Source: an optimization exercise on an open RTL-to-GDS flow (aim: small area, a short achievable clock period and few clock cycles per item). Production flows keep margins and buffers that such runs may drop.
In this exercise RTL edits were held to simulation tests only and were not proved equivalent to the original.

== job 101 ==
## geo_corr
module geo_corr (
    input  wire         clk,
    input  wire         rst,
    input  wire [31:0]  a0, a1, a2,
    input  wire [31:0]  b0, b1, b2,
    input  wire [31:0]  zofs, zgain,
    input  wire [31:0]  fxmin, fymin, fxmax, fymax,
    input  wire         in_valid,
    output reg          in_ready,
    input  wire [31:0]  in_x, in_y, in_z,
    output reg          out_valid,
    output reg  [31:0]  out_x, out_y, out_z,
    output reg  [2:0]   out_sat,
    output wire         mem_req,
    output wire [12:0]  mem_addr,
    input  wire [95:0]  mem_rdata
);
Size in the first run: roughly 23000 cells after synthesis, ~2600 flip-flops, roughly 690 I/O pins, about 210000 um^2 of cells after synthesis.
export LEC_CHECK = 0
export ABC_AREA = 1
export CAP_MARGIN = 20
export CORE_MARGIN = 2
export CORE_UTILIZATION = 55
export CTS_CLUSTER_DIAMETER = 150
export CTS_CLUSTER_SIZE = 20
export PLACE_DENSITY = 0.7
export SLEW_MARGIN = 20
create_clock -name core_clock -period 22.0 [get_ports {clk}]
standard.sh (not shown) runs the stock make flow with config.mk's settings and CLKGATE_MAP_FILE= SYNTH_SCRIPT=/design/flow/synth_recipe.tcl, a recipe that flattens the netlist after the stock synthesis.
==> flow/flow/run.sh <==
#!/bin/bash
# Layout: the standard ORFS flow (standard.sh: unchanged synthesis and steps, the design's
# clock and constraints), with two optimisation settings passed to it:
#  - the buffers that buffer_ports puts on every input and output port are
#    sky130_fd_sc_hd__buf_2 instead of the flow's default (a 10 um2 delay buffer);
#  - repair_timing aims for 16 ns of setup slack, so that it shortens the critical paths
#    (the clock period stays the design's).
set -euo pipefail
export BUFFER_PORTS_ARGS="-buffer_cell sky130_fd_sc_hd__buf_2"
export SETUP_SLACK_MARGIN=16
bash standard.sh > standard.log 2>&1
No stage failed in job 101, and the final checks on the layout all came back clean.
Testbench counts of job 101, summed over its fixed seeds: cycles 33,824, items 2,048.
What job 102 does differently from job 101 at the input level:
- changing CORE_UTILIZATION from 55 to 40
- changing PLACE_DENSITY from 0.7 to 0.6
### Flow results
Every stage of the flow completed for job 102, and the final layout passed the timing, DRC and antenna checks.
Fraction of area in clock buffers and inverters across job 101 and job 102: no real change.
The number of cells on the critical path of job 102 is lower than that of job 101.
Diff job 101 -> job 102 | highest net fanout along the worst path | decrease of 41
Job 102 vs. job 101: routed wire length now sits higher.
Job 102 vs. job 101: fraction of area in registers shows a reduction of 0.30 points; largest net degree at the start of global routing shows an increase of 5; global-route wire length before repair shows an increase of 4.0%.

========
geo_corr, a different RTL version from the one above (not shown whole).
Size: ~690 I/O pins, ~210000 sq um of cells after synthesis.
export LEC_CHECK = 0
export ABC_AREA = 1
export CAP_MARGIN = 20
export CORE_MARGIN = 2
export CORE_UTILIZATION = 40
export CTS_CLUSTER_DIAMETER = 120
export CTS_CLUSTER_SIZE = 18
export PLACE_DENSITY = 0.6
export SLEW_MARGIN = 20
create_clock -name core_clock -period 22.0 [get_ports {clk}]
==> flow/flow/run.sh <==
#!/bin/bash
# Layout: the standard ORFS flow (standard.sh: unchanged synthesis and steps, the design's
# clock and constraints), with two optimisation settings passed to it:
#  - the buffers that buffer_ports puts on every input and output port are
#    sky130_fd_sc_hd__buf_2 instead of the flow's default (a 10 um2 delay buffer);
#  - repair_timing aims for 16.3 ns of setup slack, so that it shortens the critical paths
#    (the clock period stays the design's).
set -euo pipefail
export BUFFER_PORTS_ARGS="-buffer_cell sky130_fd_sc_hd__buf_2"
export SETUP_SLACK_MARGIN=16.3
bash standard.sh > standard.log 2>&1
Testbench counts at the start, summed over its fixed seeds: cycles 33,824, items 2,048.
Change:
==> flow/flow/run.sh (replaced) <==
#!/bin/bash
# Layout: the standard ORFS flow (standard.sh: unchanged synthesis and steps, the design's
# clock and constraints), with two optimisation settings passed to it:
#  - the buffers that buffer_ports puts on every input and output port are
#    sky130_fd_sc_hd__buf_2 instead of the flow's default (a 10 um2 delay buffer);
#  - repair_timing aims for 16 ns of setup slack, so that it shortens the critical paths
#    (the clock period stays the design's).
set -euo pipefail
export BUFFER_PORTS_ARGS="-buffer_cell sky130_fd_sc_hd__buf_2"
export SETUP_SLACK_MARGIN=16
bash standard.sh > standard.log 2>&1
Cell area fell by 0.36%.
Via count is about the same.
Fmax hardly moves.
Area after synthesis does not change.
Setup slack improves by 3.4 ps.

========
Another version of the RTL of geo_corr (not shown whole).
Size: about 24000 cells after synthesis, about 2500 flip-flops, about 690 I/O pins, about 0.22 sq mm of cells after synthesis.
clock: 22.0 ns
lec_check: 0
abc_area: 1
cap_margin: 20
core_margin: 2
core_utilization: 40
place_density: 0.6
slew_margin: 20
run.sh (not shown) runs the stock make flow with config.mk's settings and CLKGATE_MAP_FILE= SYNTH_SCRIPT=/design/flow/synth_recipe.tcl, a recipe that flattens the netlist after the stock synthesis.
Stock flow here: none of the scripts above is used.
Testbench counts at the start, summed over its fixed seeds: cycles 33,568, items 2,048.
Rerun with:
==> flow/flow/run.sh (new file) <==
#!/bin/bash
# Layout: the standard ORFS flow (standard.sh: unchanged synthesis and steps, the design's
# clock and constraints), with two optimisation settings passed to it:
#  - the buffers that buffer_ports puts on every input and output port are
#    sky130_fd_sc_hd__buf_2 instead of the flow's default (a 10 um2 delay buffer);
#  - repair_timing aims for 16 ns of setup slack, so that it shortens the critical paths
#    (the clock period stays the design's).
set -euo pipefail
export BUFFER_PORTS_ARGS="-buffer_cell sky130_fd_sc_hd__buf_2"
export SETUP_SLACK_MARGIN=16
bash standard.sh > standard.log 2>&1
==> flow/standard.sh (new file) <==
#!/bin/bash
# synth_recipe.tcl (not shown) runs the flow's synth.tcl, then flattens the netlist and writes it again
# the make line also repeats each setting of config.mk as NAME=value (left out here)
make -C /OpenROAD-flow-scripts/flow DESIGN_CONFIG=/design/flow/config.mk WORK_HOME=/design/flow/orfs CLKGATE_MAP_FILE= SYNTH_SCRIPT=/design/flow/synth_recipe.tcl "${@:-finish}"
removed: flow/run.sh
=> Utilization is lower by 0.31 points; die area does not change; area after synthesis stays the same.

========
== JK ==
geo_corr, a different RTL version from the one above (not shown whole).
For scale: roughly 2700 flip-flops, ~210000 um2 of cells after synthesis.
clock: 22.0 ns
lec_check: 0
abc_area: 1
cap_margin: 20
core_margin: 2
core_utilization: 40
cts_cluster_diameter: 120
cts_cluster_size: 18
place_density: 0.6
slew_margin: 20
Stock flow here: none of the scripts above is used.
Testbench counts of JK, summed over its fixed seeds: cycles 33,824, items 2,048.
### JK -> MS
==> flow/flow/run.sh (new file) <==
#!/bin/bash
# Layout: the standard ORFS flow (standard.sh: unchanged synthesis and steps, the design's
# clock and constraints), with two optimisation settings passed to it:
#  - the buffers that buffer_ports puts on every input and output port are
#    sky130_fd_sc_hd__buf_2 instead of the flow's default (a 10 um2 delay buffer);
#  - repair_timing aims for 16 ns of setup slack, so that it shortens the critical paths
#    (the clock period stays the design's).
set -euo pipefail
export BUFFER_PORTS_ARGS="-buffer_cell sky130_fd_sc_hd__buf_2"
export SETUP_SLACK_MARGIN=16
bash standard.sh > standard.log 2>&1
==> flow/standard.sh (new file) <==
#!/bin/bash
# synth_recipe.tcl (not shown) runs the flow's synth.tcl, then flattens the netlist and writes it again
# the make line also repeats each setting of config.mk as NAME=value (left out here)
make -C /OpenROAD-flow-scripts/flow DESIGN_CONFIG=/design/flow/config.mk WORK_HOME=/design/flow/orfs CLKGATE_MAP_FILE= SYNTH_SCRIPT=/design/flow/synth_recipe.tcl "${@:-finish}"
removed: flow/run.sh
==> run summary <==
[MS vs JK] pin slew with the least headroom to its limit: lower in MS. Across both runs, placed cell area was lower for MS than for JK. Post-route minimum period in MS vs JK: down 0.50 ns. [compare] base=JK new=MS: period utilization went down, worst setup slack after layout increased 0.50 ns, met2 wire length dropped 1.7%, via count neither gained nor lost much. Relative to JK, wire length of the first global-routing pass decreased by about 1% in MS. Cmp MS and JK / final non-filler cell area / higher: JK.
Inputs modified between MS and AL:
--- a/flow/flow/run.sh
+++ b/flow/flow/run.sh
@@ -6 +6 @@
-#  - repair_timing aims for 16 ns of setup slack, so that it shortens the critical paths
+#  - repair_timing aims for 16.3 ns of setup slack, so that it shortens the critical paths
@@ -10 +10 @@
-export SETUP_SLACK_MARGIN=16
+export SETUP_SLACK_MARGIN=16.3
[summary]
Hold slack delta (AL − MS): unfavourable
Reported for MS and AL, post-synthesis compound-gate area fraction turned out identical to the last digit.
Final instance area ended up about 0.3% higher on AL than on MS.
Compared with MS, AL shows slack of the critical path higher by 0.0067 ns.
Any difference in maximum frequency between AL and MS is small enough to ignore.

## re-timing with driven ports
No port has a modelled driver above. Below, the same layouts with a new extraction and two added sets of constraints. Step 1: set_driving_cell puts a clkbuf_16 on clk and a buf_2 on each other input, an assumption about the parent block. Step 2 times the ports against the registers' clock, not the clock port: input delays grow and output delays shrink by t, the midpoint of the rising clock arrivals with the driver on. Slacks: no drivers / after step 1 / after step 2; pairs: no drivers / after step 1.
| run | t, ns | setup WS [ns] | latest minus earliest clock arrival (ns) |
|---|---|---|---|
| job 101 | 1.066 | 15.952 / 15.892 / 15.300 | 0.122 / 0.122 |
| job 102 | 1.046 | 15.843 / 15.717 / 15.789 | 0.174 / 0.173 |
| the first run of note 2 | 1.073 | 16.015 / 15.887 / 15.365 | 0.068 / 0.068 |
| the second run of note 2 | 1.075 | 16.018 / 15.892 / 15.227 | 0.071 / 0.071 |
| the first run of note 3 | 1.114 | 14.852 / 14.852 / 14.852 | 0.106 / 0.106 |
| the second run of note 3 | 1.127 | 15.911 / 15.767 / 15.684 | 0.097 / 0.097 |
| JK | 1.094 | 15.557 / 15.425 / 15.208 | 0.114 / 0.114 |
| MS | 1.090 | 16.058 / 15.929 / 15.552 | 0.151 / 0.150 |
| AL | 1.091 | 16.065 / 15.935 / 15.547 | 0.160 / 0.161 |
After both steps every run listed still meets setup and hold. For the second run of note 2, which loses most, drivers alone change the setup slack by -0.126 ns; drivers and shift together by -0.791 ns.
